This design comes from an exercise in tuning for small area, a short achievable clock period and few clock cycles per item on the open sky130 flow, not from production work.
No run shown here included a check of the RTL's function; only the layout flow was run.
Power is estimated from default activity; no workload was simulated.

## flow/design.v (module list and top-level ports; edited modules follow where they fit)
// module k24_xu: 391 lines
// module k24_xu_mtree: 986 lines
module k24_xu (
    input             clk,
    input             rst,           
    input             in_valid,
    output            in_ready,
    input      [23:0] in_instr,      
    input      [23:0] in_wa,         
    input      [23:0] in_wb,         
    input      [23:0] in_wd,         
    input             in_ovt,        
    output reg        out_valid,
    output reg        out_we,        
    output reg [3:0]  out_rd,        
    output reg [23:0] out_wdata,
    output     [3:0]  out_flags,     
    output reg        out_exc,
    output     [15:0] out_ecause     
);
  // ...
==> flow/run.sh <==
#!/bin/bash
# synth_recipe.tcl (not shown) runs the flow's synth.tcl, then flattens the netlist and writes it again
# the make line also repeats each setting of config.mk as NAME=value (left out here)
make -C /OpenROAD-flow-scripts/flow DESIGN_CONFIG=/design/flow/config.mk WORK_HOME=/design/flow/orfs CLKGATE_MAP_FILE= SYNTH_SCRIPT=/design/flow/synth_recipe.tcl finish
==> flow/config.mk <==
export PLATFORM = sky130hd
export DESIGN_NAME = k24_xu
export DESIGN_NICKNAME = k24_xu
export VERILOG_FILES = /design/flow/design.v
export SDC_FILE = /design/flow/constraint.sdc
export NUM_CORES = 4
export LEC_CHECK = 0
export ABC_AREA = 1
export CAP_MARGIN = 20
export CORE_MARGIN = 2
export CORE_UTILIZATION = 40
export SLEW_MARGIN = 20
==> flow/constraint.sdc <==
create_clock -name core_clock -period 16.0 [get_ports {clk}]
set_input_delay 3.2000 -clock core_clock [delete_from_list [all_inputs] [get_ports {clk}]]
set_output_delay 3.2000 -clock core_clock [all_outputs]
set_load 0.01 [all_outputs]
==> flow_summary_export.csv, run 1 <==
group,metric,value,unit
power,p_int,0.00382,W
setup_path,critPathMostFrequentCell,"nand2_1",
finish,regMostFlops,"cs1",
timing,layout_setup_ws,8.73,ns
cts,max-clock-path-buffers,3,
setup_path,setup.worst_path.class,"flip-flop to flip-flop",
synth,synth-warning-count,1,
drt,vias,45700,
floorplan,die_w,344,microns
finish,utilization,0.441,
finish,n_antenna_cell,3,
floorplan,rows,124,
run_status,status,"complete, no violations",
setup_path,arrival,7.66,ns
setup_path,r2r-start,"op0[1]$_DFF_P_",
global_routing,use_met1,0.439,
power,pg_seq,0.00131,W
cts,cts_tree,"done",
floorplan,nWellTaps,1512,
finish,drive_above_1_share,0.0491,
cts,cts_resized,0,
floorplan,core,115000,sq um
synth,seq_area_frac_synth,0.194,
finish,multi_input_cells,4714,
finish,multi_input_area_share,0.636,
timing,min_period_over_period,0.454,
timing,slew_headroom,0.246,
cts,postCtsSetupBuffers,0,
finish,mostFrequentLayoutCells,"1042 x nand2_1, 894 x inv_1, 512 x xor2_1, 508 x o21ai_0, 423 x nor2_1",
global_routing,use_met3,0.0677,
finish,seq_area_frac,0.177,
drt,drtPass1Iterations,7,
==> module k24_xu, before the edit <==
module k24_xu (
    input             clk,
    input             rst,           
    input             in_valid,
    output            in_ready,
    input      [23:0] in_instr,      
    input      [23:0] in_wa,         
    input      [23:0] in_wb,         
    input      [23:0] in_wd,         
    input             in_ovt,        
    output reg        out_valid,
    output reg        out_we,        
    output reg [3:0]  out_rd,        
    output reg [23:0] out_wdata,
    output     [3:0]  out_flags,     
    output reg        out_exc,
    output     [15:0] out_ecause     
);
    localparam OP_NOP  = 8'h00, OP_ADD  = 8'h01, OP_ADC  = 8'h02, OP_SUB  = 8'h03,
               OP_SBC  = 8'h04, OP_AND  = 8'h05, OP_OR   = 8'h06, OP_XOR  = 8'h07,
               OP_SHL  = 8'h08, OP_SHR  = 8'h09, OP_SAR  = 8'h0A, OP_ROR  = 8'h0B,
               OP_MIN  = 8'h0C, OP_MAX  = 8'h0D, OP_ADDS = 8'h0E, OP_SUBS = 8'h0F,
               OP_ADDI = 8'h10, OP_ANDI = 8'h11, OP_ORI  = 8'h12, OP_XORI = 8'h13,
               OP_SHLI = 8'h14, OP_SHRI = 8'h15, OP_SARI = 8'h16, OP_CMPI = 8'h17,
               OP_CMP  = 8'h18, OP_TST  = 8'h19, OP_LDK  = 8'h1A, OP_LDH  = 8'h1B,
               OP_NEG  = 8'h1D, OP_ABS  = 8'h1E, OP_CLZ  = 8'h1F,
               OP_MUL  = 8'h30, OP_MULU = 8'h31, OP_MULF = 8'h32, OP_MAC  = 8'h33,
               OP_MACF = 8'h34, OP_MSU  = 8'h35, OP_MFH  = 8'h36, OP_MFL  = 8'h37,
               OP_MFR  = 8'h38, OP_MTA  = 8'h39, OP_DIV  = 8'h3A, OP_DIVU = 8'h3B;
    reg  [3:0]  flags;                   
    reg  [47:0] acc;                     
    wire        fN = flags[3], fZ = flags[2], fC = flags[1], fV = flags[0];
    assign out_flags = flags;
    reg  [7:0]  e_det;
    reg         e_c0, e_c1;
    assign out_ecause = {e_det, 5'd0, e_c1, e_c1, e_c0};
    reg         rdy;
    assign in_ready = rdy;
    wire accept = in_valid && rdy && !rst;
    wire [7:0]  i_op    = in_instr[23:16];
    wire [3:0]  i_d     = in_instr[15:12];
    wire [3:0]  i_a     = in_instr[11:8];
    wire [3:0]  i_b     = in_instr[7:4];
    wire [3:0]  i_lo    = in_instr[3:0];
    wire [7:0]  i_imm8  = in_instr[7:0];
    wire [11:0] i_imm12 = in_instr[11:0];
    reg i_legal;
    always @(*) begin
        case (i_op)
            OP_NOP:                                   i_legal = (in_instr[15:0] == 16'd0);
            OP_ADD, OP_ADC, OP_SUB, OP_SBC, OP_AND, OP_OR, OP_XOR,
            OP_SHL, OP_SHR, OP_SAR, OP_ROR, OP_MIN, OP_MAX, OP_ADDS,
            OP_SUBS, OP_DIV, OP_DIVU:                 i_legal = (i_lo == 4'd0);
            OP_ADDI, OP_ANDI, OP_ORI, OP_XORI,
            OP_LDK, OP_LDH:                           i_legal = 1'b1;
            OP_SHLI, OP_SHRI, OP_SARI:                i_legal = (i_imm8[7:5] == 3'd0);
            OP_CMPI:                                  i_legal = (i_d == 4'd0);
            OP_CMP, OP_TST,
            OP_MUL, OP_MULU, OP_MULF, OP_MAC,
            OP_MACF, OP_MSU, OP_MTA:                  i_legal = (i_d == 4'd0) && (i_lo == 4'd0);
            OP_NEG, OP_ABS, OP_CLZ:                   i_legal = (i_b == 4'd0) && (i_lo == 4'd0);
            OP_MFH, OP_MFL, OP_MFR:                   i_legal = (i_a == 4'd0) && (i_b == 4'd0) && (i_lo == 4'd0);
            default:                                  i_legal = 1'b0;
        endcase
    end
    reg [23:0] i_b_val;
    always @(*) begin
        case (i_op)
            OP_ADDI, OP_CMPI:           i_b_val = {{16{i_imm8[7]}}, i_imm8};
            OP_ANDI, OP_ORI, OP_XORI:   i_b_val = {16'd0, i_imm8};
            OP_SHLI, OP_SHRI, OP_SARI:  i_b_val = {19'd0, i_imm8[4:0]};
            OP_LDK:                     i_b_val = {{12{i_imm12[11]}}, i_imm12};
            OP_LDH:                     i_b_val = {i_imm12, in_wd[11:0]};
            default:                    i_b_val = in_wb;
        endcase
    end
    wire i_div = i_legal && ((i_op == OP_DIV) || (i_op == OP_DIVU));
    wire i_xz   = (i_op == OP_NEG) || (i_op == OP_ABS);
    wire i_sub  = (i_op == OP_SUB) || (i_op == OP_CMP) || (i_op == OP_CMPI) ||
                  (i_op == OP_SUBS) || (i_op == OP_MIN) || (i_op == OP_MAX);
    wire i_cinc = (i_op == OP_ADC) || (i_op == OP_SBC);
    wire i_yinv = i_sub || i_xz || (i_op == OP_SBC);
    wire i_cin1 = i_sub || i_xz;
    wire i_mulu = (i_op == OP_MULU);
    wire i_dbl  = (i_op == OP_MULF) || (i_op == OP_MACF);
    wire i_mta  = (i_op == OP_MTA);
    reg         v0;
    reg         lg0;
    reg  [7:0]  op0;
    reg  [3:0]  d0;
    reg  [23:0] a0, b0;
    reg         ovt0;
    reg         xz0, yinv0, cinc0, cin10, mulu0, dbl0, mta0;
    reg         v1;
    reg         ill1;                    
    reg         we1;
    reg  [3:0]  rd1;
    reg  [23:0] data1;                   
    reg         inc1;                    
    reg         nz1, zo1, sc1, c1, sv1, vv1;
    reg         mfr1, mfh1, mfl1;
    reg         mac1, msu1, mta1, accwe1, ovt1, dz1;
    reg  [49:0] cs1, cc1;                
    wire [23:0] a  = a0;
    wire [23:0] b  = b0;
    wire [7:0]  op = op0;
    wire        fC1 = (v1 && sc1) ? c1 : fC;
    wire [23:0] ad_x  = xz0 ? 24'd0 : a;
    wire [23:0] ad_y0 = xz0 ? a : b;
    wire [23:0] ad_y  = yinv0 ? ~ad_y0 : ad_y0;
    wire        ad_ci = cinc0 ? fC1 : cin10;
    wire [25:0] ad_t  = {1'b0, ad_x, 1'b1} + {1'b0, ad_y, ad_ci};
    wire [23:0] sum   = ad_t[24:1];
    wire        ad_c  = ad_t[25];
    wire        ad_v  = (ad_x[23] == ad_y[23]) && (sum[23] != ad_x[23]);
    wire [23:0] sat_r  = ad_v ? (a[23] ? 24'h800000 : 24'h7FFFFF) : sum;
    wire        a_lt_b = sum[23] ^ ad_v;
    wire [23:0] min_r  = a_lt_b ? a : b;
    wire [23:0] max_r  = a_lt_b ? b : a;
    wire [23:0] abs_r  = a[23] ? (sum[23] ? 24'h7FFFFF : sum) : a;
    wire        abs_v  = a[23] & sum[23];
    wire [5:0]  n     = b[5:0];
    wire        n0    = (n == 6'd0);
    wire        nle24 = (n <= 6'd24);
    wire op_shl = (op == OP_SHL) || (op == OP_SHLI);
    wire op_sar = (op == OP_SAR) || (op == OP_SARI);
    wire op_ror = (op == OP_ROR);
    reg  [23:0] sh_hi, sh_lo;
    reg  [4:0]  sh_m;
    always @(*) begin
        if (op_shl) begin
            sh_hi = nle24 ? a : 24'd0;
            sh_lo = 24'd0;
            sh_m  = 5'd24 - n[4:0];
        end else if (op_ror) begin
            sh_hi = a;
            sh_lo = a;
            sh_m  = (n >= 6'd48) ? n[4:0] - 5'd16 : (n >= 6'd24) ? n[4:0] - 5'd24 : n[4:0];
        end else begin
            sh_hi = op_sar ? {24{a[23]}} : 24'd0;
            sh_lo = (op_sar || nle24) ? a : 24'd0;
            sh_m  = nle24 ? n[4:0] : 5'd24;
        end
    end
    wire [48:0] sh_x = {sh_hi, sh_lo, 1'b0};
    wire [48:0] sh_y = sh_x >> sh_m;
    wire [23:0] sh_r = sh_y[24:1];
    wire        sh_c = op_shl ? sh_y[25] : op_ror ? sh_r[23] : sh_y[0];
    reg  [4:0]  clz_r;
    integer     i;
    always @(*) begin
        clz_r = 5'd24;
        for (i = 0; i < 24; i = i + 1)
            if (a[i]) clz_r = 5'd23 - i[4:0];
    end
    wire [24:0] ma  = {a[23] & ~mulu0, a};
    wire [24:0] mbb = {b[23] & ~mulu0, b};
    wire [25:0] mb  = mta0 ? 26'h1000000 : dbl0 ? {mbb, 1'b0} : {mbb[24], mbb};
    wire [49:0] mt_s, mt_c;
    k24_xu_mtree mtree (.A(ma), .B(mb), .S(mt_s), .C(mt_c));
    reg         r_we;
    reg  [23:0] r_data;
    reg         r_nz, r_zo, r_sc, r_c, r_sv, r_v;
    reg         r_mfr, r_mfh, r_mfl, r_mac, r_msu, r_accwe;
    always @(*) begin
        r_we  = 1'b0;
        r_data = sum;
        r_nz  = 1'b0;
        r_zo  = 1'b0;
        r_sc  = 1'b0;
        r_c   = ad_c;
        r_sv  = 1'b0;
        r_v   = ad_v;
        r_mfr = 1'b0;
        r_mfh = 1'b0;
        r_mfl = 1'b0;
        r_mac = 1'b0;
        r_msu = 1'b0;
        r_accwe = 1'b0;
        case (op)
            OP_ADD, OP_ADDI, OP_ADC, OP_SUB, OP_SBC, OP_NEG: begin
                r_we = 1'b1; r_nz = 1'b1; r_sc = 1'b1; r_sv = 1'b1;
            end
            OP_CMP, OP_CMPI: begin
                r_nz = 1'b1; r_sc = 1'b1; r_sv = 1'b1;
            end
            OP_ADDS, OP_SUBS: begin
                r_we = 1'b1; r_data = sat_r; r_nz = 1'b1; r_sc = 1'b1; r_sv = 1'b1;
            end
            OP_AND, OP_ANDI: begin
                r_we = 1'b1; r_data = a & b; r_nz = 1'b1;
            end
            OP_TST: begin
                r_data = a & b; r_nz = 1'b1;
            end
            OP_OR, OP_ORI: begin
                r_we = 1'b1; r_data = a | b; r_nz = 1'b1;
            end
            OP_XOR, OP_XORI: begin
                r_we = 1'b1; r_data = a ^ b; r_nz = 1'b1;
            end
            OP_SHL, OP_SHLI, OP_SHR, OP_SHRI, OP_SAR, OP_SARI, OP_ROR: begin
                r_we = 1'b1; r_data = sh_r; r_nz = 1'b1;
                r_sc = !n0; r_c = sh_c; r_sv = 1'b1; r_v = 1'b0;
            end
            OP_MIN: begin
                r_we = 1'b1; r_data = min_r; r_nz = 1'b1;
            end
            OP_MAX: begin
                r_we = 1'b1; r_data = max_r; r_nz = 1'b1;
            end
            OP_LDK, OP_LDH: begin
                r_we = 1'b1; r_data = b;
            end
            OP_ABS: begin
                r_we = 1'b1; r_data = abs_r; r_nz = 1'b1; r_sv = 1'b1; r_v = abs_v;
            end
            OP_CLZ: begin
                r_we = 1'b1; r_data = {19'd0, clz_r}; r_zo = 1'b1;
            end
            OP_MUL, OP_MULU, OP_MULF: r_accwe = 1'b1;
            OP_MAC, OP_MACF: begin
                r_accwe = 1'b1; r_mac = 1'b1;
            end
            OP_MSU: begin
                r_accwe = 1'b1; r_mac = 1'b1; r_msu = 1'b1;
            end
            OP_MFH: begin
                r_we = 1'b1; r_mfh = 1'b1;
            end
            OP_MFL: begin
                r_we = 1'b1; r_mfl = 1'b1;
            end
            OP_MFR: begin
                r_we = 1'b1; r_mfr = 1'b1;
            end
            OP_MTA: begin
                r_accwe = 1'b1; r_data = b;
            end
            default: ;
        endcase
    end
    wire        s1_div  = v0 && lg0 && ((op == OP_DIV) || (op == OP_DIVU));
    wire        ds_sgn  = (op == OP_DIV);
    wire        ds_an   = ds_sgn && a[23];
    wire        ds_bn   = ds_sgn && b[23];
    wire [23:0] ds_amag = ds_an ? (~a + 24'd1) : a;
    wire [23:0] ds_bmag = ds_bn ? (~b + 24'd1) : b;
    wire [23:0] ds_ac   = ds_an ? ~a : a;        
    wire [23:0] ds_bc   = ds_bn ? ~b : b;
    wire        ds_zero = (b == 24'd0);
    reg  [4:0]  za, zb;
    always @(*) begin
        za = 5'd24;
        zb = 5'd24;
        for (i = 0; i < 24; i = i + 1) begin
            if (ds_ac[i]) za = 5'd23 - i[4:0];
            if (ds_bc[i]) zb = 5'd23 - i[4:0];
        end
    end
    wire [5:0]  ds_m  = {1'b0, zb} - {1'b0, za} + 6'd1;
    wire [4:0]  ds_s  = (ds_m[5] || ds_zero) ? 5'd1 : (ds_m[4:0] | 5'd1);
    wire [26:0] ds_d  = {3'd0, ds_bmag} << ds_s;
    reg         dv_busy;
    reg  [3:0]  dv_cnt;
    reg  [23:0] dv_rem, dv_q;
    reg  [26:0] dv_d;
    reg         dv_sgn, dv_neg, dv_an, dv_zero;
    reg  [3:0]  dv_rd;
    wire [27:0] it_t1  = {4'd0, dv_rem} - {1'b0, dv_d};
    wire        it_g1  = !it_t1[27];
    wire [23:0] it_r1  = it_g1 ? it_t1[23:0] : dv_rem;
    wire [27:0] it_t2  = {4'd0, it_r1} - {2'b0, dv_d[26:1]};
    wire        it_g2  = !it_t2[27];
    wire [23:0] it_r2  = it_g2 ? it_t2[23:0] : it_r1;
    wire [23:0] it_q   = {dv_q[21:0], it_g1, it_g2};
    wire        dv_last = dv_busy && (dv_cnt == 4'd1);
    reg  [23:0] dv_data;
    always @(*) begin
        if (dv_zero)
            dv_data = dv_an ? 24'h800000 : 24'h7FFFFF;
        else if (dv_neg)
            dv_data = ~it_q;                             
        else if (dv_sgn && it_q[23])
            dv_data = 24'h7FFFFF;                        
        else
            dv_data = it_q;
    end
    wire [49:0] acc_e  = {{2{acc[47]}}, acc};
    wire [49:0] acc_x  = mac1 ? (acc_e ^ {50{msu1}}) : mta1 ? {26'd0, data1} : 50'd0;
    wire [49:0] m_s    = acc_x ^ cs1 ^ cc1;
    wire [49:0] m_c    = (acc_x & cs1) | (acc_x & cc1) | (cs1 & cc1);
    wire [49:0] m_t    = m_s + {m_c[48:0], 1'b0};
    wire [49:0] m_r    = m_t ^ {50{msu1}};
    wire        acc_ovf = (m_r[49:47] != 3'b000) && (m_r[49:47] != 3'b111);
    wire [25:0] mfr_t   = {acc[47], acc[47:23]} + 26'd1;
    wire        mfr_sat = (mfr_t[25:24] == 2'b01);
    wire [23:0] mfr_r   = mfr_sat ? 24'h7FFFFF : mfr_t[24:1];
    wire [23:0] d2      = data1 + {23'd0, inc1};
    wire [23:0] wdata2  = mfh1 ? acc[47:24] : mfl1 ? acc[23:0] : mfr1 ? mfr_r : d2;
    wire        z2      = (data1 == 24'd0);
    wire [3:0]  flags2  = {nz1 ? data1[23] : fN,
                           (nz1 || zo1) ? z2 : fZ,
                           sc1 ? c1 : fC,
                           sv1 ? vv1 : mfr1 ? mfr_sat : fV};
    always @(posedge clk) begin
        op0   <= i_op;
        d0    <= i_d;
        lg0   <= i_legal;
        a0    <= in_wa;
        b0    <= i_b_val;
        ovt0  <= in_ovt;
        xz0   <= i_xz;
        yinv0 <= i_yinv;
        cinc0 <= i_cinc;
        cin10 <= i_cin1;
        mulu0 <= i_mulu;
        dbl0  <= i_dbl;
        mta0  <= i_mta;
        cs1    <= mt_s;
        cc1    <= mt_c;
        rd1    <= dv_busy ? dv_rd : d0;
        data1  <= dv_busy ? dv_data : lg0 ? r_data : {16'd0, op0};
        inc1   <= dv_busy && dv_neg && !dv_zero;
        ill1   <= !dv_busy && !lg0;
        we1    <= dv_busy || (lg0 && r_we);
        nz1    <= !dv_busy && lg0 && r_nz;
        zo1    <= !dv_busy && lg0 && r_zo;
        sc1    <= !dv_busy && lg0 && r_sc;
        c1     <= r_c;
        sv1    <= !dv_busy && lg0 && r_sv;
        vv1    <= r_v;
        mfr1   <= !dv_busy && lg0 && r_mfr;
        mfh1   <= !dv_busy && lg0 && r_mfh;
        mfl1   <= !dv_busy && lg0 && r_mfl;
        mac1   <= r_mac;
        msu1   <= r_msu;
        mta1   <= mta0;
        accwe1 <= !dv_busy && lg0 && r_accwe;
        ovt1   <= !dv_busy && lg0 && r_mac && ovt0;
        dz1    <= dv_busy && dv_zero;
        if (s1_div) begin
            dv_rem  <= ds_amag;
            dv_q    <= 24'd0;
            dv_d    <= ds_d;
            dv_cnt  <= ds_s[4:1] + 4'd1;
            dv_sgn  <= ds_sgn;
            dv_neg  <= ds_an ^ ds_bn;
            dv_an   <= ds_an;
            dv_zero <= ds_zero;
            dv_rd   <= d0;
        end else if (dv_busy) begin
            dv_rem  <= it_r2;
            dv_q    <= it_q;
            dv_d    <= {2'b0, dv_d[26:2]};
            dv_cnt  <= dv_cnt - 4'd1;
        end
        if (rst) begin
            flags     <= 4'd0;
            acc       <= 48'd0;
            rdy       <= 1'b1;
            v0        <= 1'b0;
            v1        <= 1'b0;
            dv_busy   <= 1'b0;
            out_valid <= 1'b0;
        end else begin
            v0 <= accept;
            v1 <= dv_last || (v0 && !s1_div);
            if (accept && i_div)
                rdy <= 1'b0;
            else if ((s1_div && ds_s[4:1] == 4'd0) || (dv_busy && dv_cnt == 4'd2))
                rdy <= 1'b1;
            if (s1_div)
                dv_busy <= 1'b1;
            else if (dv_last)
                dv_busy <= 1'b0;
            out_valid <= v1;
            if (v1) begin
                out_we    <= we1;
                out_rd    <= rd1;
                out_wdata <= wdata2;
                out_exc   <= ill1 || dz1 || (ovt1 && acc_ovf);
                e_det     <= ill1 ? data1[7:0] : 8'd0;
                e_c0      <= !dz1;
                e_c1      <= !ill1;
                flags     <= flags2;
                if (accwe1) acc <= m_r[47:0];
            end
        end
    end
endmodule
==> run 2: changes to the inputs <==
--- a/flow/design.v
+++ b/flow/design.v
@@ -70,58 +70,79 @@
             OP_ANDI, OP_ORI, OP_XORI:   i_b_val = {16'd0, i_imm8};
             OP_SHLI, OP_SHRI, OP_SARI:  i_b_val = {19'd0, i_imm8[4:0]};
             OP_LDK:                     i_b_val = {{12{i_imm12[11]}}, i_imm12};
             OP_LDH:                     i_b_val = {i_imm12, in_wd[11:0]};
             default:                    i_b_val = in_wb;
         endcase
     end
     wire i_div = i_legal && ((i_op == OP_DIV) || (i_op == OP_DIVU));
-    wire i_xz   = (i_op == OP_NEG) || (i_op == OP_ABS);
+    wire i_xz   = (i_op == OP_NEG) || (i_op == OP_ABS) || i_dvop;
     wire i_sub  = (i_op == OP_SUB) || (i_op == OP_CMP) || (i_op == OP_CMPI) ||
                   (i_op == OP_SUBS) || (i_op == OP_MIN) || (i_op == OP_MAX);
     wire i_cinc = (i_op == OP_ADC) || (i_op == OP_SBC);
-    wire i_yinv = i_sub || i_xz || (i_op == OP_SBC);
+    wire i_yinv = i_sub || (i_op == OP_SBC);
     wire i_cin1 = i_sub || i_xz;
     wire i_mulu = (i_op == OP_MULU);
     wire i_dbl  = (i_op == OP_MULF) || (i_op == OP_MACF);
     wire i_mta  = (i_op == OP_MTA);
+    wire i_mul  = (i_op == OP_MUL) || (i_op == OP_MULU) || (i_op == OP_MULF) ||
+                  (i_op == OP_MAC) || (i_op == OP_MACF) || (i_op == OP_MSU);
+    wire i_dvop = (i_op == OP_DIV) || (i_op == OP_DIVU);
+    wire i_msu  = (i_op == OP_MSU);
+    wire        i_bext = in_wb[23] & ~i_mulu;
+    wire [25:0] i_mb   = !accept ? 26'd0 :
+                         i_mta   ? 26'h1000000 :
+                         !i_mul  ? 26'd0 :
+                         i_dbl   ? {i_bext, in_wb, 1'b0} : {i_bext, i_bext, in_wb};
+    wire [26:0] i_mbx  = {i_mb, 1'b0};
+    reg  [12:0] i_one, i_two, i_neg;
+    integer     j;
+    always @(*) begin
+        for (j = 0; j < 13; j = j + 1) begin
+            i_one[j] = i_mbx[2*j+1] ^ i_mbx[2*j];
+            i_two[j] = (i_mbx[2*j+2] & ~i_mbx[2*j+1] & ~i_mbx[2*j]) |
+                       (~i_mbx[2*j+2] & i_mbx[2*j+1] & i_mbx[2*j]);
+            i_neg[j] = i_mbx[2*j+2] ^ i_msu;            
+        end
+    end
     reg         v0;
     reg         lg0;
     reg  [7:0]  op0;
     reg  [3:0]  d0;
-    reg  [23:0] a0, b0;
+    reg  [23:0] a0;
     reg         ovt0;
-    reg         xz0, yinv0, cinc0, cin10, mulu0, dbl0, mta0;
+    reg         xz0, xk0, cinc0, cin10, mulu0;
+    reg  [23:0] by0;                     
+    reg  [12:0] one0, two0, neg0;
     reg         v1;
     reg         ill1;                    
     reg         we1;
     reg  [3:0]  rd1;
     reg  [23:0] data1;                   
-    reg         inc1;                    
     reg         nz1, zo1, sc1, c1, sv1, vv1;
     reg         mfr1, mfh1, mfl1;
-    reg         mac1, msu1, mta1, accwe1, ovt1, dz1;
+    reg         mac1, accwe1, ovt1;
+    reg         dq1, dneg1, dsat1, dz1, dan1;    
     reg  [49:0] cs1, cc1;                
     wire [23:0] a  = a0;
-    wire [23:0] b  = b0;
+    wire [23:0] b  = by0;                
     wire [7:0]  op = op0;
     wire        fC1 = (v1 && sc1) ? c1 : fC;
-    wire [23:0] ad_x  = xz0 ? 24'd0 : a;
-    wire [23:0] ad_y0 = xz0 ? a : b;
-    wire [23:0] ad_y  = yinv0 ? ~ad_y0 : ad_y0;
+    wire [23:0] ad_x  = a & {24{xk0}};
+    wire [23:0] ad_y  = xz0 ? ~a : by0;
     wire        ad_ci = cinc0 ? fC1 : cin10;
-    wire [25:0] ad_t  = {1'b0, ad_x, 1'b1} + {1'b0, ad_y, ad_ci};
-    wire [23:0] sum   = ad_t[24:1];
-    wire        ad_c  = ad_t[25];
+    wire [24:0] ad_t  = {1'b0, ad_x} + {1'b0, ad_y} + {24'd0, ad_ci};
+    wire [23:0] sum   = ad_t[23:0];
+    wire        ad_c  = ad_t[24];
     wire        ad_v  = (ad_x[23] == ad_y[23]) && (sum[23] != ad_x[23]);
     wire [23:0] sat_r  = ad_v ? (a[23] ? 24'h800000 : 24'h7FFFFF) : sum;
     wire        a_lt_b = sum[23] ^ ad_v;
-    wire [23:0] min_r  = a_lt_b ? a : b;
-    wire [23:0] max_r  = a_lt_b ? b : a;
+    wire [23:0] min_r  = a_lt_b ? a : ~by0;
+    wire [23:0] max_r  = a_lt_b ? ~by0 : a;
     wire [23:0] abs_r  = a[23] ? (sum[23] ? 24'h7FFFFF : sum) : a;
     wire        abs_v  = a[23] & sum[23];
     wire [5:0]  n     = b[5:0];
     wire        n0    = (n == 6'd0);
     wire        nle24 = (n <= 6'd24);
     wire op_shl = (op == OP_SHL) || (op == OP_SHLI);
     wire op_sar = (op == OP_SAR) || (op == OP_SARI);
     wire op_ror = (op == OP_ROR);
@@ -149,20 +170,18 @@
     reg  [4:0]  clz_r;
     integer     i;
     always @(*) begin
         clz_r = 5'd24;
         for (i = 0; i < 24; i = i + 1)
             if (a[i]) clz_r = 5'd23 - i[4:0];
     end
     wire [24:0] ma  = {a[23] & ~mulu0, a};
-    wire [24:0] mbb = {b[23] & ~mulu0, b};
-    wire [25:0] mb  = mta0 ? 26'h1000000 : dbl0 ? {mbb, 1'b0} : {mbb[24], mbb};
     wire [49:0] mt_s, mt_c;
-    k24_xu_mtree mtree (.A(ma), .B(mb), .S(mt_s), .C(mt_c));
+    k24_xu_mtree mtree (.A(ma), .ONE(one0), .TWO(two0), .NEG(neg0), .S(mt_s), .C(mt_c));
     reg         r_we;
     reg  [23:0] r_data;
     reg         r_nz, r_zo, r_sc, r_c, r_sv, r_v;
     reg         r_mfr, r_mfh, r_mfl, r_mac, r_msu, r_accwe;
     always @(*) begin
         r_we  = 1'b0;
         r_data = sum;
         r_nz  = 1'b0;
@@ -213,17 +232,19 @@
                 r_we = 1'b1; r_data = b;
             end
             OP_ABS: begin
                 r_we = 1'b1; r_data = abs_r; r_nz = 1'b1; r_sv = 1'b1; r_v = abs_v;
             end
             OP_CLZ: begin
                 r_we = 1'b1; r_data = {19'd0, clz_r}; r_zo = 1'b1;
             end
-            OP_MUL, OP_MULU, OP_MULF: r_accwe = 1'b1;
+            OP_MUL, OP_MULU, OP_MULF: begin
+                r_accwe = 1'b1; r_data = 24'd0;
+            end
             OP_MAC, OP_MACF: begin
                 r_accwe = 1'b1; r_mac = 1'b1;
             end
             OP_MSU: begin
                 r_accwe = 1'b1; r_mac = 1'b1; r_msu = 1'b1;
             end
             OP_MFH: begin
                 r_we = 1'b1; r_mfh = 1'b1;
@@ -239,127 +260,132 @@
             end
             default: ;
         endcase
     end
     wire        s1_div  = v0 && lg0 && ((op == OP_DIV) || (op == OP_DIVU));
     wire        ds_sgn  = (op == OP_DIV);
     wire        ds_an   = ds_sgn && a[23];
     wire        ds_bn   = ds_sgn && b[23];
-    wire [23:0] ds_amag = ds_an ? (~a + 24'd1) : a;
-    wire [23:0] ds_bmag = ds_bn ? (~b + 24'd1) : b;
+    wire [23:0] ds_amag = ds_an ? sum : a;
     wire [23:0] ds_ac   = ds_an ? ~a : a;        
     wire [23:0] ds_bc   = ds_bn ? ~b : b;
     wire        ds_zero = (b == 24'd0);
     reg  [4:0]  za, zb;
     always @(*) begin
         za = 5'd24;
         zb = 5'd24;
         for (i = 0; i < 24; i = i + 1) begin
             if (ds_ac[i]) za = 5'd23 - i[4:0];
             if (ds_bc[i]) zb = 5'd23 - i[4:0];
         end
     end
     wire [5:0]  ds_m  = {1'b0, zb} - {1'b0, za} + 6'd1;
     wire [4:0]  ds_s  = (ds_m[5] || ds_zero) ? 5'd1 : (ds_m[4:0] | 5'd1);
-    wire [26:0] ds_d  = {3'd0, ds_bmag} << ds_s;
+    wire [27:0] ds_d  = {{4{ds_bn}}, b} << ds_s;
+    wire [27:0] ds_e  = ds_bn ? ds_d : ~ds_d;
     reg         dv_busy;
     reg  [3:0]  dv_cnt;
     reg  [23:0] dv_rem, dv_q;
-    reg  [26:0] dv_d;
+    reg  [27:0] dv_e;
+    reg         dv_ci;
     reg         dv_sgn, dv_neg, dv_an, dv_zero;
     reg  [3:0]  dv_rd;
-    wire [27:0] it_t1  = {4'd0, dv_rem} - {1'b0, dv_d};
+    wire [27:0] it_t1  = {4'd0, dv_rem} + dv_e + {27'd0, dv_ci};
     wire        it_g1  = !it_t1[27];
     wire [23:0] it_r1  = it_g1 ? it_t1[23:0] : dv_rem;
-    wire [27:0] it_t2  = {4'd0, it_r1} - {2'b0, dv_d[26:1]};
+    wire [27:0] it_t2  = {4'd0, it_r1} + {dv_e[27], dv_e[27:1]} + {27'd0, dv_ci};
     wire        it_g2  = !it_t2[27];
     wire [23:0] it_r2  = it_g2 ? it_t2[23:0] : it_r1;
     wire [23:0] it_q   = {dv_q[21:0], it_g1, it_g2};
     wire        dv_last = dv_busy && (dv_cnt == 4'd1);
-    reg  [23:0] dv_data;
-    always @(*) begin
-        if (dv_zero)
-            dv_data = dv_an ? 24'h800000 : 24'h7FFFFF;
-        else if (dv_neg)
-            dv_data = ~it_q;                             
-        else if (dv_sgn && it_q[23])
-            dv_data = 24'h7FFFFF;                        
-        else
-            dv_data = it_q;
-    end
     wire [49:0] acc_e  = {{2{acc[47]}}, acc};
-    wire [49:0] acc_x  = mac1 ? (acc_e ^ {50{msu1}}) : mta1 ? {26'd0, data1} : 50'd0;
+    wire [49:0] acc_x  = mac1 ? acc_e : {26'd0, data1 ^ {24{dneg1}}};
     wire [49:0] m_s    = acc_x ^ cs1 ^ cc1;
     wire [49:0] m_c    = (acc_x & cs1) | (acc_x & cc1) | (cs1 & cc1);
-    wire [49:0] m_t    = m_s + {m_c[48:0], 1'b0};
-    wire [49:0] m_r    = m_t ^ {50{msu1}};
+    wire [49:0] m_t;
+    wire        m_co;
+    k24_xu_add #(50) acc_add (.a(m_s), .b({m_c[48:0], 1'b0}), .ci(dneg1), .s(m_t), .co(m_co));
+    wire [49:0] m_r    = m_t;
     wire        acc_ovf = (m_r[49:47] != 3'b000) && (m_r[49:47] != 3'b111);
     wire [25:0] mfr_t   = {acc[47], acc[47:23]} + 26'd1;
     wire        mfr_sat = (mfr_t[25:24] == 2'b01);
     wire [23:0] mfr_r   = mfr_sat ? 24'h7FFFFF : mfr_t[24:1];
-    wire [23:0] d2      = data1 + {23'd0, inc1};
-    wire [23:0] wdata2  = mfh1 ? acc[47:24] : mfl1 ? acc[23:0] : mfr1 ? mfr_r : d2;
+    wire        dsat2   = dz1 || (dsat1 && data1[23]);
+    wire [23:0] wdata2  = mfh1 ? acc[47:24] : mfl1 ? acc[23:0] : mfr1 ? mfr_r :
+                          dsat2 ? (dan1 ? 24'h800000 : 24'h7FFFFF) : m_t[23:0];
     wire        z2      = (data1 == 24'd0);
     wire [3:0]  flags2  = {nz1 ? data1[23] : fN,
                            (nz1 || zo1) ? z2 : fZ,
                            sc1 ? c1 : fC,
                            sv1 ? vv1 : mfr1 ? mfr_sat : fV};
     always @(posedge clk) begin
         op0   <= i_op;
         d0    <= i_d;
         lg0   <= i_legal;
         a0    <= in_wa;
-        b0    <= i_b_val;
+        by0   <= i_yinv ? ~i_b_val : i_b_val;
         ovt0  <= in_ovt;
         xz0   <= i_xz;
-        yinv0 <= i_yinv;
+        xk0   <= !i_xz;
         cinc0 <= i_cinc;
         cin10 <= i_cin1;
         mulu0 <= i_mulu;
-        dbl0  <= i_dbl;
-        mta0  <= i_mta;
+        one0  <= i_one;
+        two0  <= i_two;
+        neg0  <= i_neg;
         cs1    <= mt_s;
         cc1    <= mt_c;
         rd1    <= dv_busy ? dv_rd : d0;
-        data1  <= dv_busy ? dv_data : lg0 ? r_data : {16'd0, op0};
-        inc1   <= dv_busy && dv_neg && !dv_zero;
+        data1  <= dv_busy ? it_q : lg0 ? r_data : {16'd0, op0};
+        dq1    <= dv_busy;
+        dneg1  <= dv_busy && dv_neg;
+        dsat1  <= dv_busy && dv_sgn && !dv_neg;
+        dz1    <= dv_busy && dv_zero;
+        dan1   <= dv_zero && dv_an;
         ill1   <= !dv_busy && !lg0;
         we1    <= dv_busy || (lg0 && r_we);
         nz1    <= !dv_busy && lg0 && r_nz;
         zo1    <= !dv_busy && lg0 && r_zo;
         sc1    <= !dv_busy && lg0 && r_sc;
         c1     <= r_c;
         sv1    <= !dv_busy && lg0 && r_sv;
         vv1    <= r_v;
         mfr1   <= !dv_busy && lg0 && r_mfr;
         mfh1   <= !dv_busy && lg0 && r_mfh;
         mfl1   <= !dv_busy && lg0 && r_mfl;
-        mac1   <= r_mac;
-        msu1   <= r_msu;
-        mta1   <= mta0;
+        mac1   <= !dv_busy && r_mac;
         accwe1 <= !dv_busy && lg0 && r_accwe;
         ovt1   <= !dv_busy && lg0 && r_mac && ovt0;
-        dz1    <= dv_busy && dv_zero;
         if (s1_div) begin
             dv_rem  <= ds_amag;
             dv_q    <= 24'd0;
-            dv_d    <= ds_d;
+            dv_e    <= ds_e;
+            dv_ci   <= !ds_bn;
             dv_cnt  <= ds_s[4:1] + 4'd1;
+        end else begin
+            dv_rem  <= it_r2;
+            dv_q    <= it_q;
+            dv_e    <= {{2{dv_e[27]}}, dv_e[27:2]};
+            dv_cnt  <= dv_cnt - 4'd1;
+        end
+        if (s1_div) begin
             dv_sgn  <= ds_sgn;
             dv_neg  <= ds_an ^ ds_bn;
             dv_an   <= ds_an;
             dv_zero <= ds_zero;
             dv_rd   <= d0;
-        end else if (dv_busy) begin
-            dv_rem  <= it_r2;
-            dv_q    <= it_q;
-            dv_d    <= {2'b0, dv_d[26:2]};
-            dv_cnt  <= dv_cnt - 4'd1;
         end
+        out_we    <= we1;
+        out_rd    <= rd1;
+        out_wdata <= wdata2;
+        out_exc   <= ill1 || dz1 || (ovt1 && acc_ovf);
+        e_det     <= ill1 ? data1[7:0] : 8'd0;
+        e_c0      <= !dz1;
+        e_c1      <= !ill1;
         if (rst) begin
             flags     <= 4'd0;
             acc       <= 48'd0;
             rdy       <= 1'b1;
             v0        <= 1'b0;
             v1        <= 1'b0;
             dv_busy   <= 1'b0;
             out_valid <= 1'b0;
@@ -371,38 +397,63 @@
             else if ((s1_div && ds_s[4:1] == 4'd0) || (dv_busy && dv_cnt == 4'd2))
                 rdy <= 1'b1;
             if (s1_div)
                 dv_busy <= 1'b1;
             else if (dv_last)
                 dv_busy <= 1'b0;
             out_valid <= v1;
             if (v1) begin
-                out_we    <= we1;
-                out_rd    <= rd1;
-                out_wdata <= wdata2;
-                out_exc   <= ill1 || dz1 || (ovt1 && acc_ovf);
-                e_det     <= ill1 ? data1[7:0] : 8'd0;
-                e_c0      <= !dz1;
-                e_c1      <= !ill1;
-                flags     <= flags2;
+                flags <= flags2;
                 if (accwe1) acc <= m_r[47:0];
             end
         end
     end
 endmodule
+module k24_xu_add #(parameter W = 50) (
+    input  [W-1:0] a,
+    input  [W-1:0] b,
+    input          ci,
+    output [W-1:0] s,
+    output         co
+);
+    reg [W-1:0] g, p, gg, pp, ng, np;
+    integer l, i;
+    always @(*) begin
+        g = a & b;
+        p = a ^ b;
+        gg = g;
+        pp = p;
+        gg[0] = g[0] | (p[0] & ci);
+        for (l = 0; l < 7; l = l + 1) begin
+            ng = gg;
+            np = pp;
+            for (i = 0; i < W; i = i + 1)
+                if (((i >> l) & 1) == 1) begin
+                    ng[i] = gg[i] | (pp[i] & gg[((i >> l) << l) - 1]);
+                    np[i] = pp[i] & pp[((i >> l) << l) - 1];
+                end
+            gg = ng;
+            pp = np;
+        end
+    end
+    assign s  = p ^ {gg[W-2:0], ci};
+    assign co = gg[W-1];
+endmodule
 module k24_xu_mtree (
     input  [24:0] A,
-    input  [25:0] B,
+    input  [12:0] ONE,
+    input  [12:0] TWO,
+    input  [12:0] NEG,
     output [49:0] S,
     output [49:0] C
 );
-    wire one0 = B[0] ^ 1'b0;
-    wire two0 = (B[1] & ~B[0] & ~1'b0) | (~B[1] & B[0] & 1'b0);
-    wire neg0 = B[1];
+    wire one0 = ONE[0];
+    wire two0 = TWO[0];
+    wire neg0 = NEG[0];
     wire p0_0 = (one0 & A[0]) ^ neg0;
     wire p0_1 = ((one0 & A[1]) | (two0 & A[0])) ^ neg0;
     wire p0_2 = ((one0 & A[2]) | (two0 & A[1])) ^ neg0;
     wire p0_3 = ((one0 & A[3]) | (two0 & A[2])) ^ neg0;
     wire p0_4 = ((one0 & A[4]) | (two0 & A[3])) ^ neg0;
     wire p0_5 = ((one0 & A[5]) | (two0 & A[4])) ^ neg0;
     wire p0_6 = ((one0 & A[6]) | (two0 & A[5])) ^ neg0;
     wire p0_7 = ((one0 & A[7]) | (two0 & A[6])) ^ neg0;
@@ -419,19 +470,19 @@
     wire p0_18 = ((one0 & A[18]) | (two0 & A[17])) ^ neg0;
     wire p0_19 = ((one0 & A[19]) | (two0 & A[18])) ^ neg0;
     wire p0_20 = ((one0 & A[20]) | (two0 & A[19])) ^ neg0;
     wire p0_21 = ((one0 & A[21]) | (two0 & A[20])) ^ neg0;
     wire p0_22 = ((one0 & A[22]) | (two0 & A[21])) ^ neg0;
     wire p0_23 = ((one0 & A[23]) | (two0 & A[22])) ^ neg0;
     wire p0_24 = ((one0 & A[24]) | (two0 & A[23])) ^ neg0;
     wire p0_25 = ~(((one0 & A[24]) | (two0 & A[24])) ^ neg0);
-    wire one1 = B[2] ^ B[1];
-    wire two1 = (B[3] & ~B[2] & ~B[1]) | (~B[3] & B[2] & B[1]);
-    wire neg1 = B[3];
+    wire one1 = ONE[1];
+    wire two1 = TWO[1];
+    wire neg1 = NEG[1];
     wire p1_0 = (one1 & A[0]) ^ neg1;
     wire p1_1 = ((one1 & A[1]) | (two1 & A[0])) ^ neg1;
     wire p1_2 = ((one1 & A[2]) | (two1 & A[1])) ^ neg1;
     wire p1_3 = ((one1 & A[3]) | (two1 & A[2])) ^ neg1;
     wire p1_4 = ((one1 & A[4]) | (two1 & A[3])) ^ neg1;
     wire p1_5 = ((one1 & A[5]) | (two1 & A[4])) ^ neg1;
     wire p1_6 = ((one1 & A[6]) | (two1 & A[5])) ^ neg1;
     wire p1_7 = ((one1 & A[7]) | (two1 & A[6])) ^ neg1;
@@ -448,19 +499,19 @@
     wire p1_18 = ((one1 & A[18]) | (two1 & A[17])) ^ neg1;
     wire p1_19 = ((one1 & A[19]) | (two1 & A[18])) ^ neg1;
     wire p1_20 = ((one1 & A[20]) | (two1 & A[19])) ^ neg1;
     wire p1_21 = ((one1 & A[21]) | (two1 & A[20])) ^ neg1;
     wire p1_22 = ((one1 & A[22]) | (two1 & A[21])) ^ neg1;
     wire p1_23 = ((one1 & A[23]) | (two1 & A[22])) ^ neg1;
     wire p1_24 = ((one1 & A[24]) | (two1 & A[23])) ^ neg1;
     wire p1_25 = ~(((one1 & A[24]) | (two1 & A[24])) ^ neg1);
-    wire one2 = B[4] ^ B[3];
-    wire two2 = (B[5] & ~B[4] & ~B[3]) | (~B[5] & B[4] & B[3]);
-    wire neg2 = B[5];
+    wire one2 = ONE[2];
+    wire two2 = TWO[2];
+    wire neg2 = NEG[2];
     wire p2_0 = (one2 & A[0]) ^ neg2;
     wire p2_1 = ((one2 & A[1]) | (two2 & A[0])) ^ neg2;
     wire p2_2 = ((one2 & A[2]) | (two2 & A[1])) ^ neg2;
     wire p2_3 = ((one2 & A[3]) | (two2 & A[2])) ^ neg2;
     wire p2_4 = ((one2 & A[4]) | (two2 & A[3])) ^ neg2;
     wire p2_5 = ((one2 & A[5]) | (two2 & A[4])) ^ neg2;
     wire p2_6 = ((one2 & A[6]) | (two2 & A[5])) ^ neg2;
     wire p2_7 = ((one2 & A[7]) | (two2 & A[6])) ^ neg2;
@@ -477,19 +528,19 @@
     wire p2_18 = ((one2 & A[18]) | (two2 & A[17])) ^ neg2;
     wire p2_19 = ((one2 & A[19]) | (two2 & A[18])) ^ neg2;
     wire p2_20 = ((one2 & A[20]) | (two2 & A[19])) ^ neg2;
     wire p2_21 = ((one2 & A[21]) | (two2 & A[20])) ^ neg2;
     wire p2_22 = ((one2 & A[22]) | (two2 & A[21])) ^ neg2;
     wire p2_23 = ((one2 & A[23]) | (two2 & A[22])) ^ neg2;
     wire p2_24 = ((one2 & A[24]) | (two2 & A[23])) ^ neg2;
     wire p2_25 = ~(((one2 & A[24]) | (two2 & A[24])) ^ neg2);
-    wire one3 = B[6] ^ B[5];
-    wire two3 = (B[7] & ~B[6] & ~B[5]) | (~B[7] & B[6] & B[5]);
-    wire neg3 = B[7];
+    wire one3 = ONE[3];
+    wire two3 = TWO[3];
+    wire neg3 = NEG[3];
     wire p3_0 = (one3 & A[0]) ^ neg3;
     wire p3_1 = ((one3 & A[1]) | (two3 & A[0])) ^ neg3;
     wire p3_2 = ((one3 & A[2]) | (two3 & A[1])) ^ neg3;
     wire p3_3 = ((one3 & A[3]) | (two3 & A[2])) ^ neg3;
     wire p3_4 = ((one3 & A[4]) | (two3 & A[3])) ^ neg3;
     wire p3_5 = ((one3 & A[5]) | (two3 & A[4])) ^ neg3;
     wire p3_6 = ((one3 & A[6]) | (two3 & A[5])) ^ neg3;
     wire p3_7 = ((one3 & A[7]) | (two3 & A[6])) ^ neg3;
@@ -506,19 +557,19 @@
     wire p3_18 = ((one3 & A[18]) | (two3 & A[17])) ^ neg3;
     wire p3_19 = ((one3 & A[19]) | (two3 & A[18])) ^ neg3;
     wire p3_20 = ((one3 & A[20]) | (two3 & A[19])) ^ neg3;
     wire p3_21 = ((one3 & A[21]) | (two3 & A[20])) ^ neg3;
     wire p3_22 = ((one3 & A[22]) | (two3 & A[21])) ^ neg3;
     wire p3_23 = ((one3 & A[23]) | (two3 & A[22])) ^ neg3;
     wire p3_24 = ((one3 & A[24]) | (two3 & A[23])) ^ neg3;
     wire p3_25 = ~(((one3 & A[24]) | (two3 & A[24])) ^ neg3);
-    wire one4 = B[8] ^ B[7];
-    wire two4 = (B[9] & ~B[8] & ~B[7]) | (~B[9] & B[8] & B[7]);
-    wire neg4 = B[9];
+    wire one4 = ONE[4];
+    wire two4 = TWO[4];
+    wire neg4 = NEG[4];
     wire p4_0 = (one4 & A[0]) ^ neg4;
     wire p4_1 = ((one4 & A[1]) | (two4 & A[0])) ^ neg4;
     wire p4_2 = ((one4 & A[2]) | (two4 & A[1])) ^ neg4;
     wire p4_3 = ((one4 & A[3]) | (two4 & A[2])) ^ neg4;
     wire p4_4 = ((one4 & A[4]) | (two4 & A[3])) ^ neg4;
     wire p4_5 = ((one4 & A[5]) | (two4 & A[4])) ^ neg4;
     wire p4_6 = ((one4 & A[6]) | (two4 & A[5])) ^ neg4;
     wire p4_7 = ((one4 & A[7]) | (two4 & A[6])) ^ neg4;
@@ -535,19 +586,19 @@
     wire p4_18 = ((one4 & A[18]) | (two4 & A[17])) ^ neg4;
     wire p4_19 = ((one4 & A[19]) | (two4 & A[18])) ^ neg4;
     wire p4_20 = ((one4 & A[20]) | (two4 & A[19])) ^ neg4;
     wire p4_21 = ((one4 & A[21]) | (two4 & A[20])) ^ neg4;
     wire p4_22 = ((one4 & A[22]) | (two4 & A[21])) ^ neg4;
     wire p4_23 = ((one4 & A[23]) | (two4 & A[22])) ^ neg4;
     wire p4_24 = ((one4 & A[24]) | (two4 & A[23])) ^ neg4;
     wire p4_25 = ~(((one4 & A[24]) | (two4 & A[24])) ^ neg4);
-    wire one5 = B[10] ^ B[9];
-    wire two5 = (B[11] & ~B[10] & ~B[9]) | (~B[11] & B[10] & B[9]);
-    wire neg5 = B[11];
+    wire one5 = ONE[5];
+    wire two5 = TWO[5];
+    wire neg5 = NEG[5];
     wire p5_0 = (one5 & A[0]) ^ neg5;
     wire p5_1 = ((one5 & A[1]) | (two5 & A[0])) ^ neg5;
     wire p5_2 = ((one5 & A[2]) | (two5 & A[1])) ^ neg5;
     wire p5_3 = ((one5 & A[3]) | (two5 & A[2])) ^ neg5;
     wire p5_4 = ((one5 & A[4]) | (two5 & A[3])) ^ neg5;
     wire p5_5 = ((one5 & A[5]) | (two5 & A[4])) ^ neg5;
     wire p5_6 = ((one5 & A[6]) | (two5 & A[5])) ^ neg5;
     wire p5_7 = ((one5 & A[7]) | (two5 & A[6])) ^ neg5;
@@ -564,19 +615,19 @@
     wire p5_18 = ((one5 & A[18]) | (two5 & A[17])) ^ neg5;
     wire p5_19 = ((one5 & A[19]) | (two5 & A[18])) ^ neg5;
     wire p5_20 = ((one5 & A[20]) | (two5 & A[19])) ^ neg5;
     wire p5_21 = ((one5 & A[21]) | (two5 & A[20])) ^ neg5;
     wire p5_22 = ((one5 & A[22]) | (two5 & A[21])) ^ neg5;
     wire p5_23 = ((one5 & A[23]) | (two5 & A[22])) ^ neg5;
     wire p5_24 = ((one5 & A[24]) | (two5 & A[23])) ^ neg5;
     wire p5_25 = ~(((one5 & A[24]) | (two5 & A[24])) ^ neg5);
-    wire one6 = B[12] ^ B[11];
-    wire two6 = (B[13] & ~B[12] & ~B[11]) | (~B[13] & B[12] & B[11]);
-    wire neg6 = B[13];
+    wire one6 = ONE[6];
+    wire two6 = TWO[6];
+    wire neg6 = NEG[6];
     wire p6_0 = (one6 & A[0]) ^ neg6;
     wire p6_1 = ((one6 & A[1]) | (two6 & A[0])) ^ neg6;
     wire p6_2 = ((one6 & A[2]) | (two6 & A[1])) ^ neg6;
     wire p6_3 = ((one6 & A[3]) | (two6 & A[2])) ^ neg6;
     wire p6_4 = ((one6 & A[4]) | (two6 & A[3])) ^ neg6;
     wire p6_5 = ((one6 & A[5]) | (two6 & A[4])) ^ neg6;
     wire p6_6 = ((one6 & A[6]) | (two6 & A[5])) ^ neg6;
     wire p6_7 = ((one6 & A[7]) | (two6 & A[6])) ^ neg6;
@@ -593,19 +644,19 @@
     wire p6_18 = ((one6 & A[18]) | (two6 & A[17])) ^ neg6;
     wire p6_19 = ((one6 & A[19]) | (two6 & A[18])) ^ neg6;
     wire p6_20 = ((one6 & A[20]) | (two6 & A[19])) ^ neg6;
     wire p6_21 = ((one6 & A[21]) | (two6 & A[20])) ^ neg6;
     wire p6_22 = ((one6 & A[22]) | (two6 & A[21])) ^ neg6;
     wire p6_23 = ((one6 & A[23]) | (two6 & A[22])) ^ neg6;
     wire p6_24 = ((one6 & A[24]) | (two6 & A[23])) ^ neg6;
     wire p6_25 = ~(((one6 & A[24]) | (two6 & A[24])) ^ neg6);
-    wire one7 = B[14] ^ B[13];
-    wire two7 = (B[15] & ~B[14] & ~B[13]) | (~B[15] & B[14] & B[13]);
-    wire neg7 = B[15];
+    wire one7 = ONE[7];
+    wire two7 = TWO[7];
+    wire neg7 = NEG[7];
     wire p7_0 = (one7 & A[0]) ^ neg7;
     wire p7_1 = ((one7 & A[1]) | (two7 & A[0])) ^ neg7;
     wire p7_2 = ((one7 & A[2]) | (two7 & A[1])) ^ neg7;
     wire p7_3 = ((one7 & A[3]) | (two7 & A[2])) ^ neg7;
     wire p7_4 = ((one7 & A[4]) | (two7 & A[3])) ^ neg7;
     wire p7_5 = ((one7 & A[5]) | (two7 & A[4])) ^ neg7;
     wire p7_6 = ((one7 & A[6]) | (two7 & A[5])) ^ neg7;
     wire p7_7 = ((one7 & A[7]) | (two7 & A[6])) ^ neg7;
@@ -622,19 +673,19 @@
     wire p7_18 = ((one7 & A[18]) | (two7 & A[17])) ^ neg7;
     wire p7_19 = ((one7 & A[19]) | (two7 & A[18])) ^ neg7;
     wire p7_20 = ((one7 & A[20]) | (two7 & A[19])) ^ neg7;
     wire p7_21 = ((one7 & A[21]) | (two7 & A[20])) ^ neg7;
     wire p7_22 = ((one7 & A[22]) | (two7 & A[21])) ^ neg7;
     wire p7_23 = ((one7 & A[23]) | (two7 & A[22])) ^ neg7;
     wire p7_24 = ((one7 & A[24]) | (two7 & A[23])) ^ neg7;
     wire p7_25 = ~(((one7 & A[24]) | (two7 & A[24])) ^ neg7);
-    wire one8 = B[16] ^ B[15];
-    wire two8 = (B[17] & ~B[16] & ~B[15]) | (~B[17] & B[16] & B[15]);
-    wire neg8 = B[17];
+    wire one8 = ONE[8];
+    wire two8 = TWO[8];
+    wire neg8 = NEG[8];
     wire p8_0 = (one8 & A[0]) ^ neg8;
     wire p8_1 = ((one8 & A[1]) | (two8 & A[0])) ^ neg8;
     wire p8_2 = ((one8 & A[2]) | (two8 & A[1])) ^ neg8;
     wire p8_3 = ((one8 & A[3]) | (two8 & A[2])) ^ neg8;
     wire p8_4 = ((one8 & A[4]) | (two8 & A[3])) ^ neg8;
     wire p8_5 = ((one8 & A[5]) | (two8 & A[4])) ^ neg8;
     wire p8_6 = ((one8 & A[6]) | (two8 & A[5])) ^ neg8;
     wire p8_7 = ((one8 & A[7]) | (two8 & A[6])) ^ neg8;
@@ -651,19 +702,19 @@
     wire p8_18 = ((one8 & A[18]) | (two8 & A[17])) ^ neg8;
     wire p8_19 = ((one8 & A[19]) | (two8 & A[18])) ^ neg8;
     wire p8_20 = ((one8 & A[20]) | (two8 & A[19])) ^ neg8;
     wire p8_21 = ((one8 & A[21]) | (two8 & A[20])) ^ neg8;
     wire p8_22 = ((one8 & A[22]) | (two8 & A[21])) ^ neg8;
     wire p8_23 = ((one8 & A[23]) | (two8 & A[22])) ^ neg8;
     wire p8_24 = ((one8 & A[24]) | (two8 & A[23])) ^ neg8;
     wire p8_25 = ~(((one8 & A[24]) | (two8 & A[24])) ^ neg8);
-    wire one9 = B[18] ^ B[17];
-    wire two9 = (B[19] & ~B[18] & ~B[17]) | (~B[19] & B[18] & B[17]);
-    wire neg9 = B[19];
+    wire one9 = ONE[9];
+    wire two9 = TWO[9];
+    wire neg9 = NEG[9];
     wire p9_0 = (one9 & A[0]) ^ neg9;
     wire p9_1 = ((one9 & A[1]) | (two9 & A[0])) ^ neg9;
     wire p9_2 = ((one9 & A[2]) | (two9 & A[1])) ^ neg9;
     wire p9_3 = ((one9 & A[3]) | (two9 & A[2])) ^ neg9;
     wire p9_4 = ((one9 & A[4]) | (two9 & A[3])) ^ neg9;
     wire p9_5 = ((one9 & A[5]) | (two9 & A[4])) ^ neg9;
     wire p9_6 = ((one9 & A[6]) | (two9 & A[5])) ^ neg9;
     wire p9_7 = ((one9 & A[7]) | (two9 & A[6])) ^ neg9;
@@ -680,19 +731,19 @@
     wire p9_18 = ((one9 & A[18]) | (two9 & A[17])) ^ neg9;
     wire p9_19 = ((one9 & A[19]) | (two9 & A[18])) ^ neg9;
     wire p9_20 = ((one9 & A[20]) | (two9 & A[19])) ^ neg9;
     wire p9_21 = ((one9 & A[21]) | (two9 & A[20])) ^ neg9;
     wire p9_22 = ((one9 & A[22]) | (two9 & A[21])) ^ neg9;
     wire p9_23 = ((one9 & A[23]) | (two9 & A[22])) ^ neg9;
     wire p9_24 = ((one9 & A[24]) | (two9 & A[23])) ^ neg9;
     wire p9_25 = ~(((one9 & A[24]) | (two9 & A[24])) ^ neg9);
-    wire one10 = B[20] ^ B[19];
-    wire two10 = (B[21] & ~B[20] & ~B[19]) | (~B[21] & B[20] & B[19]);
-    wire neg10 = B[21];
+    wire one10 = ONE[10];
+    wire two10 = TWO[10];
+    wire neg10 = NEG[10];
     wire p10_0 = (one10 & A[0]) ^ neg10;
     wire p10_1 = ((one10 & A[1]) | (two10 & A[0])) ^ neg10;
     wire p10_2 = ((one10 & A[2]) | (two10 & A[1])) ^ neg10;
     wire p10_3 = ((one10 & A[3]) | (two10 & A[2])) ^ neg10;
     wire p10_4 = ((one10 & A[4]) | (two10 & A[3])) ^ neg10;
     wire p10_5 = ((one10 & A[5]) | (two10 & A[4])) ^ neg10;
     wire p10_6 = ((one10 & A[6]) | (two10 & A[5])) ^ neg10;
     wire p10_7 = ((one10 & A[7]) | (two10 & A[6])) ^ neg10;
@@ -709,19 +760,19 @@
     wire p10_18 = ((one10 & A[18]) | (two10 & A[17])) ^ neg10;
     wire p10_19 = ((one10 & A[19]) | (two10 & A[18])) ^ neg10;
     wire p10_20 = ((one10 & A[20]) | (two10 & A[19])) ^ neg10;
     wire p10_21 = ((one10 & A[21]) | (two10 & A[20])) ^ neg10;
     wire p10_22 = ((one10 & A[22]) | (two10 & A[21])) ^ neg10;
     wire p10_23 = ((one10 & A[23]) | (two10 & A[22])) ^ neg10;
     wire p10_24 = ((one10 & A[24]) | (two10 & A[23])) ^ neg10;
     wire p10_25 = ~(((one10 & A[24]) | (two10 & A[24])) ^ neg10);
-    wire one11 = B[22] ^ B[21];
-    wire two11 = (B[23] & ~B[22] & ~B[21]) | (~B[23] & B[22] & B[21]);
-    wire neg11 = B[23];
+    wire one11 = ONE[11];
+    wire two11 = TWO[11];
+    wire neg11 = NEG[11];
     wire p11_0 = (one11 & A[0]) ^ neg11;
     wire p11_1 = ((one11 & A[1]) | (two11 & A[0])) ^ neg11;
     wire p11_2 = ((one11 & A[2]) | (two11 & A[1])) ^ neg11;
     wire p11_3 = ((one11 & A[3]) | (two11 & A[2])) ^ neg11;
     wire p11_4 = ((one11 & A[4]) | (two11 & A[3])) ^ neg11;
     wire p11_5 = ((one11 & A[5]) | (two11 & A[4])) ^ neg11;
     wire p11_6 = ((one11 & A[6]) | (two11 & A[5])) ^ neg11;
     wire p11_7 = ((one11 & A[7]) | (two11 & A[6])) ^ neg11;
@@ -738,19 +789,19 @@
     wire p11_18 = ((one11 & A[18]) | (two11 & A[17])) ^ neg11;
     wire p11_19 = ((one11 & A[19]) | (two11 & A[18])) ^ neg11;
     wire p11_20 = ((one11 & A[20]) | (two11 & A[19])) ^ neg11;
     wire p11_21 = ((one11 & A[21]) | (two11 & A[20])) ^ neg11;
     wire p11_22 = ((one11 & A[22]) | (two11 & A[21])) ^ neg11;
     wire p11_23 = ((one11 & A[23]) | (two11 & A[22])) ^ neg11;
     wire p11_24 = ((one11 & A[24]) | (two11 & A[23])) ^ neg11;
     wire p11_25 = ~(((one11 & A[24]) | (two11 & A[24])) ^ neg11);
-    wire one12 = B[24] ^ B[23];
-    wire two12 = (B[25] & ~B[24] & ~B[23]) | (~B[25] & B[24] & B[23]);
-    wire neg12 = B[25];
+    wire one12 = ONE[12];
+    wire two12 = TWO[12];
+    wire neg12 = NEG[12];
     wire p12_0 = (one12 & A[0]) ^ neg12;
     wire p12_1 = ((one12 & A[1]) | (two12 & A[0])) ^ neg12;
     wire p12_2 = ((one12 & A[2]) | (two12 & A[1])) ^ neg12;
     wire p12_3 = ((one12 & A[3]) | (two12 & A[2])) ^ neg12;
     wire p12_4 = ((one12 & A[4]) | (two12 & A[3])) ^ neg12;
     wire p12_5 = ((one12 & A[5]) | (two12 & A[4])) ^ neg12;
     wire p12_6 = ((one12 & A[6]) | (two12 & A[5])) ^ neg12;
     wire p12_7 = ((one12 & A[7]) | (two12 & A[6])) ^ neg12;
==> run 2 against run 1 <==
  * Final cell count fell by 7.3%
  * Setup slack got worse by 0.11 ns
  * Synthesized area fell by 6.0%
  * Global-route usage fell by 0.98 points
  * Combinational power fell by about 70%
  * Critical path depth fell by 10
  * Still clean
  * First-iteration DRC count fell by 7.2%
  * Non-clock buffer count fell by 21
==> flow_summary_export.csv, run 2 <==
group,metric,value,unit
run_status,status,"complete, no violations",
placement,place_ws,8.90,ns
timing,layout_setup_ws,8.62,ns
setup_path,cp_slowest_cell,"clkinv_1",
power,leakage,21.9,nW
timing,slew_headroom,0.270,
floorplan,core,108000,sq um
setup_path,rrSetupSlack,8.62,ns
power,p_per_area,84.1,nW/um^2
setup_path,cp_slowest_stage_delay,0.74,ns
cts,htree_levels,2,
drt,route.detailed.drc,0,
placement,portBuffers,134,
floorplan,die_w,334,microns
floorplan,io_pins,152,
global_routing,grt_pass1_wl,251000,microns
cts,ctsRootBufferMaster,"clkbuf_16",
cts,postCtsSetupBuffers,0,
timing,rsz0062_at_grt,"false",
cts,cts_tree,"done",
synth,synth_top_cell_by_area,"dfxtp_1",
cts,cts_sinks,435,
floorplan,die_area,111000,sq um
timing,worst_pin_slew,1.09,ns
global_routing,grt_max_degree,84,
drt,vias,42000,
setup_path,setup.worst_path.class,"flip-flop to flip-flop",
setup_path,crit_fanout,50,
drt,final_antenna_net_count,0,
timing,setup_tns,0,ns
timing,max_freq,135,MHz
power,ir_drop,0.0845,mV
drt,drt_iter0_markers,4910,
global_routing,grt_pass1_vias,39600,
drt,drtPass1Iterations,6,
cts,clock_latency,0.66,ns
finish,largest_reg_flops,50,
synth,synth.ff_latch_count,435,
synth,seq_area_frac_synth,0.202,
synth,yosysMostFrequentCell,"nand2_1",
drt,drt_wl_total,170000,microns
synth,synth_cell_types,70,
cts,cts_buffers,51,
cts,max-clock-path-buffers,3,
timing,finalMaxSlewViolations,0,
finish,drive_above_1_share,0.0459,
synth,syn_inst,5980,
timing,worst_clock_skew,0.0532,ns
synth,netlist_area,43500,sq um
finish,reg.largest.list,"cs1: 50 flops, cc1: 49 flops, acc: 48 flops",
setup_path,worst_setup_path_end_kind,"flip-flop",
finish,area_growth,9.41,%
finish,num-nets-final,6516,
placement,dpl.cell_count,7233,
timing,period_needed,7.38,ns
global_routing,grt_use_total,0.296,
global_routing,grt_antenna_before_repair,10,
cts,holdBufCountCts,0,
floorplan,rows,120,
job,max-cap-violations,0,
setup_path,cp-start-kind,"flip-flop",
placement,gp_congestion,1.03,
hold_path,worstHoldPathType,"flip-flop to flip-flop",
finish,fill_cells,10900,
setup_path,crit_required,16.36,ns
synth,synth-edff-count,10,
synth,synthArstFlopShare,0,
finish,regMostFlops,"cs1",
setup_path,arrival,7.74,ns
timing,finalSetupViolCount,0,
cts,cts_resized,0,
synth,synth_common_cells,"1038 x nand2_1, 839 x inv_1, 500 x xor2_1, 481 x o21ai_0, 425 x dfxtp_1",
timing,min_period_over_period,0.461,
finish,mostFrequentLayoutCells,"1037 x nand2_1, 834 x inv_1, 500 x xor2_1, 480 x o21ai_0, 424 x dfxtp_1",
synth,avgSynthCellArea,7.27,sq um
finish,finalNonFillerCells,7331,
cts,cts.clk_slew.worst_paths,0.06,ns
synth,synth-warning-count,2,
global_routing,grt_remaining_overflow,0,
synth,synth_top_cell_area_share,0.196,
drt,avgRoutedWirePerCell,23.2,microns
timing,hold_viol_final,0,
drt,via_per_inst,5.72,
placement,place_hpwl,125000,microns
finish,mostFrequentLayoutCell,"nand2_1",
synth,synth_area_leaders,"dfxtp_1 20%, fa_1 14%, xor2_1 10%",
setup_path,critPathMostFrequentCell,"nand2_1",
floorplan,initial_core_util,0.405,
synth,ys.flop_type,"dfxtp_1",
floorplan,die_h,334,microns
## run 2: logic make-up after synthesis
logic type      after synthesis  share of synthesized area
compound gates             1482                      0.197
xor+xnor                    567                      0.114
fa+ha+maj                   532                      0.206
buf+inv                    1274                      0.113
flops                       435                      0.202
mux                          40                    0.00935
other cells                   1                  0.0000862
simple gates               1649                      0.157
## run 2: final cells by class
type                       count  area, sq um  area share
clock inverter                29          344     0.00723
tap                         1403         1760      0.0369
inverter                     876         3290      0.0691
clock buffer                  64         1390      0.0292
timing repair buffer         244         2170      0.0455
antenna                        4         10.0    0.000210
multi-input combinational   4276        29800       0.627
sequential                   435         8810       0.185
## run 2: final timing paths
check / start / endpoint / depth (start not counted)
min: rd1[0]$_DFF_P_ / out_rd[0]$_DFF_P_ / 0
min reg2reg: rd1[0]$_DFF_P_ / out_rd[0]$_DFF_P_ / 0
max: op0[0]$_DFF_P_ / dv_e[27]$_DFFE_PP_ / 33
max reg2reg: op0[0]$_DFF_P_ / dv_e[27]$_DFFE_PP_ / 33
## run 2: metrics by stage
stage / hold WS [ns] / power (W) / cell area [sq um] / utilization
final: 0.327 / 0.00400 / 47600 / 0.443
after global routing: 0.331 / 0.00423 / 47600 / 0.443
after CTS: 0.327 / 0.00399 / 47600 / 0.443
after detailed placement: 0.313 / 0.00276 / 45800 / 0.426
after global placement: 0.310 / 0.00274 / 45800 / 0.426
after floorplan: 0.310 / 0.00231 / 43500 / -
## run 2: power by group
part           internal (W)  switching [W]
sequential          0.00118      0.0000734
clock              0.000691       0.000528
combinational      0.000542       0.000986
total               0.00242        0.00159
## run 2: routing by layer
layer / vias to the layer above / GRT usage / part of all wire
met2: 2448 / 0.418 / 0.39
li1: 19400 / - / -
met3: 488 / 0.0893 / 0.13
met1: 19600 / 0.417 / 0.43
met4: 10 / 0.122 / 0.048
met5: - / 0 / 0.00056
## run 2: critical path, delay by kind of cell (launching register included)
family,cells,cell delay [ns]
adders and majority gates,3,0.95
buffers and inverters,6,1.60
muxes,1,0.20
xor gates and xnor gates,2,0.25
AOI/OAI and AO/OA,9,2.01
and+or+nand+nor,12,1.46
DFF,1,0.53

-- re-timing with driven ports --
No port has a modelled driver above. Below, the same layouts with a new extraction and two added sets of constraints.
Step 1 assumes that a clkbuf_16 drives the clock port and a buf_2 every other input.
Step 2 times the ports against the registers' clock, not the clock port: input delays grow and output delays shrink by t, the midpoint of the rising clock arrivals with the driver on.
a / b / c = ideal / step 1 / step 2; a / b = the first two.
| run | shift t [ns] | slack for setup (ns) | latest minus earliest clock arrival (ns) | worst slew at a driven data input, ns |
|---|---|---|---|---|
| run 1 | 0.717 | 8.731 / 8.731 / 8.731 | 0.093 / 0.093 | 0.05 |
| run 2 | 0.711 | 8.616 / 8.616 / 8.616 | 0.054 / 0.054 | 0.05 |
After both steps every run listed still meets setup and hold.
